Background: an optimization exercise with open tools, aiming at small area, a short achievable clock period and few clock cycles per item. Do not read the settings as production practice.
Function was checked by simulation only, so behaviour that the tests miss may differ from the original.
Power figures rest on the tool's default switching activity, not on a simulated workload.

== red ==
// kx_line_packer
module kx_line_packer (
    input  wire        clk,
    input  wire        rst,
    input  wire [11:0] cfg_nozzles,    
    input  wire [3:0]  cfg_def,        
    input  wire [1:0]  cfg_op1,        
    input  wire [1:0]  cfg_op2,
    input  wire [1:0]  cfg_op3,
    input  wire        cfg_mask_en,    
    input  wire [31:0] cfg_sub,        
    input  wire [1:0]  cfg_sub_cap,
    input  wire [11:0] cfg_ovl_hi,     
    input  wire [11:0] cfg_ovl_lo,     
    input  wire        in_valid,
    output wire        in_ready,
    input  wire [3:0]  in_line,        
    input  wire [15:0] in_l0,          
    input  wire [15:0] in_l1,
    input  wire [15:0] in_l2,
    input  wire [15:0] in_l3,
    input  wire [2:0]  in_cov,         
    input  wire [7:0]  in_mask,        
    input  wire [7:0]  in_dead,        
    output reg         out_valid,
    output reg         out_last,
    output reg  [15:0] out_codes
);
Size: about 4300 cells after synthesis, about 0.043 mm2 of cells after synthesis.
export LEC_CHECK = 0
export CAP_MARGIN = 20
export CORE_MARGIN = 2
export CORE_UTILIZATION = 40
export CTS_CLUSTER_DIAMETER = 40
export CTS_CLUSTER_SIZE = 8
export SLEW_MARGIN = 20
create_clock -name core_clock -period 13.0 [get_ports {clk}]
run.sh (not shown) runs the stock make flow with config.mk's settings and CLKGATE_MAP_FILE= SYNTH_SCRIPT=/design/flow/synth_recipe.tcl, a recipe that flattens the netlist after the stock synthesis.
Testbench counts of red, summed over its fixed seeds: cycles 25,312, beats 24,576.
[inputs] blue vs red
--- a/flow/design.v
+++ b/flow/design.v
@@ -137,45 +137,53 @@
     endfunction
     function [25:0] csa13(input [12:0] x, input [12:0] y, input [12:0] z);
         integer k;
         begin
             for (k = 0; k < 13; k = k + 1) begin
                 csa13[k]      = x[k] ^ y[k] ^ z[k];
                 csa13[13 + k] = (x[k] & y[k]) | (x[k] & z[k]) | (y[k] & z[k]);
             end
         end
     endfunction
     reg  [11:0] r_wlo, r_whi, r_hs;
     reg  [31:0] r_subm;
+    reg  [3:0]  r_def;
+    reg  [1:0]  r_op1, r_op2, r_op3;
+    reg         r_mask_en;
     wire [13:0] hs_s = add13({1'b0, cfg_nozzles}, ~{1'b0, cfg_ovl_hi}, 1'b1);
     always @(posedge clk) begin
         r_wlo <= cfg_ovl_lo;
         r_whi <= cfg_ovl_hi;
         r_hs  <= hs_s[11:0];                        
+        r_def     <= cfg_def;
+        r_op1     <= cfg_op1;
+        r_op2     <= cfg_op2;
+        r_op3     <= cfg_op3;
+        r_mask_en <= cfg_mask_en;
         for (i = 0; i < 16; i = i + 1)
             r_subm[2*i +: 2] <= min2(cfg_sub_cap, cfg_sub[2*i +: 2]);
     end
     reg         tbl_ok;
     reg  [4:0]  eng_t;
     reg  [20:0] lo_e1, lo_e2, lo_e3, lo_e4, lo_e8;    
     reg  [20:0] hi_e1, hi_e2, hi_e3, hi_e4, hi_e8;
     reg  [20:0] hi_init;                             
-    wire        eng_run  = ~tbl_ok & in_valid;
+    wire        eng_run  = ~tbl_ok & (in_valid | (eng_t != 5'd0));
     wire [4:0]  eng_tn   = (eng_t == 5'd19) ? 5'd0 : eng_t + 5'd1;
     wire [3:0]  eng_nn   = eng_tn[3:0] - 4'd10;      
     wire [3:0]  hi_init_o = 4'd8 - {1'b0, r_hs[2:0]};
     reg         eng_isdv, eng_d0, eng_iswk, eng_n1, eng_le4, eng_ge4, eng_icap, eng_last;
-    wire        eng_div  = eng_run & eng_isdv;
-    wire        eng_walk = eng_run & eng_iswk;
-    wire        eng_done = eng_run & eng_last;
+    wire        eng_div  = ~tbl_ok & eng_isdv;
+    wire        eng_walk = ~tbl_ok & eng_iswk;
+    wire        eng_done = ~tbl_ok & eng_last;
     function [20:0] eng_step(input div, input d0, input [20:0] e1,
                              input [12:0] e1m, input [20:0] wop, input [11:0] wm1);
         reg [12:0] x, y, z;
         reg [13:0] s, sd;
         reg [13:0] as, as0, as1;
         begin
             x  = div ? {(d0 ? 12'd0 : e1[11:0]), d0} : {1'b0, wop[11:0]};
             y  = div ? 13'd0 : {1'b0, e1[11:0]};
             z  = div ? ~{1'b0, wm1} : e1m;
             s  = add13(x, y, 1'b0);
             sd = add13(x, z, 1'b0);
             as0 = add13({4'd0, wop[20:12]}, {4'd0, e1[20:12]}, 1'b0);
@@ -255,29 +263,29 @@
     wire [8:0]  apos_inc = apos_s[8:0];
     wire        f_last  = (apos_inc == cfg_nozzles[11:3]);
     always @(posedge clk) begin
         if (rst)
             apos <= 9'd0;
         else if (in_fire)
             apos <= f_last ? 9'd0 : apos_inc;
     end
     reg  [15:0] s0_code;
     always @(*) begin : stage0
         reg [1:0] v;
         for (i = 0; i < LANES; i = i + 1) begin
-            v = cfg_def[0] ? in_l0[2*i +: 2] : 2'b00;
-            v = apply_layer(v, in_l1[2*i +: 2], cfg_op1, cfg_def[1] & in_cov[0]);
-            v = apply_layer(v, in_l2[2*i +: 2], cfg_op2, cfg_def[2] & in_cov[1]);
-            v = apply_layer(v, in_l3[2*i +: 2], cfg_op3, cfg_def[3] & in_cov[2]);
-            if (cfg_mask_en && !in_mask[i])
+            v = r_def[0] ? in_l0[2*i +: 2] : 2'b00;
+            v = apply_layer(v, in_l1[2*i +: 2], r_op1, r_def[1] & in_cov[0]);
+            v = apply_layer(v, in_l2[2*i +: 2], r_op2, r_def[2] & in_cov[1]);
+            v = apply_layer(v, in_l3[2*i +: 2], r_op3, r_def[3] & in_cov[2]);
+            if (r_mask_en && !in_mask[i])
                 v = 2'b00;
             s0_code[2*i +: 2] = v;
         end
     end
     reg  [7:0]  lo_t;
     reg  [11:0] lo_rn;
     reg  [7:0]  hi_t;
     reg  [11:0] hi_r;
     function [20:0] fwd_rn(input [7:0] t, input [11:0] rn, input [20:0] e, input [11:0] wm1);
         reg [13:0] d, dw, ts, t1;
         reg [25:0] cs;
         begin
[summary]
red: PASS, flow complete, no timing, DRC or antenna violations
In summary, blue completed successfully, with a layout that passed the timing, design-rule and antenna checks.
Going from red to blue, the combinational share of power was found to have gone up by 21 points.
Number of sequential cells in the layout for blue is higher than for red.
Compared with red, in blue via count of the first global-routing pass has decreased, number of clock sinks seen by CTS has increased, simple-gate share of the synthesized area has increased, setup slack has decreased.
Compare blue and red | finished layout cell area higher: blue
Compared with red, blue shows number of DRC markers after the initial detailed-route iteration lower by about 8%.
Relative to red, the share of final-layout standard cells stronger than drive strength 1 of blue is higher by 0.64 points.
blue vs red: number of tap cells added at floorplan up slightly
Testbench counts of blue, summed over its fixed seeds: cycles 25,312, beats 24,576.

## port drivers added, routing unchanged
No port has a modelled driver above. Below, the same layouts with a new extraction and two added sets of constraints.
Step 1: set_driving_cell puts a clkbuf_16 on clk and a buf_2 on each other input, an assumption about the parent block.
Step 2 times the ports against the registers' clock, not the clock port: input delays grow and output delays shrink by t, the midpoint of the rising clock arrivals with the driver on.
Slacks: no drivers / after step 1 / after step 2; pairs: no drivers / after step 1.
run	shift t [ns]	slack for setup (ns)	worst setup path at the end	worst data-port slew with drivers (ns)	pins driven straight from the clock port
red	0.729	7.680 / 7.680 / 7.099	input to register	0.10	1
blue	0.730	7.203 / 7.203 / 7.064	input to register	0.12	1
After both steps every run listed still meets setup and hold. For red, which loses most, drivers alone change the setup slack by 0.000 ns; drivers and shift together by -0.581 ns.
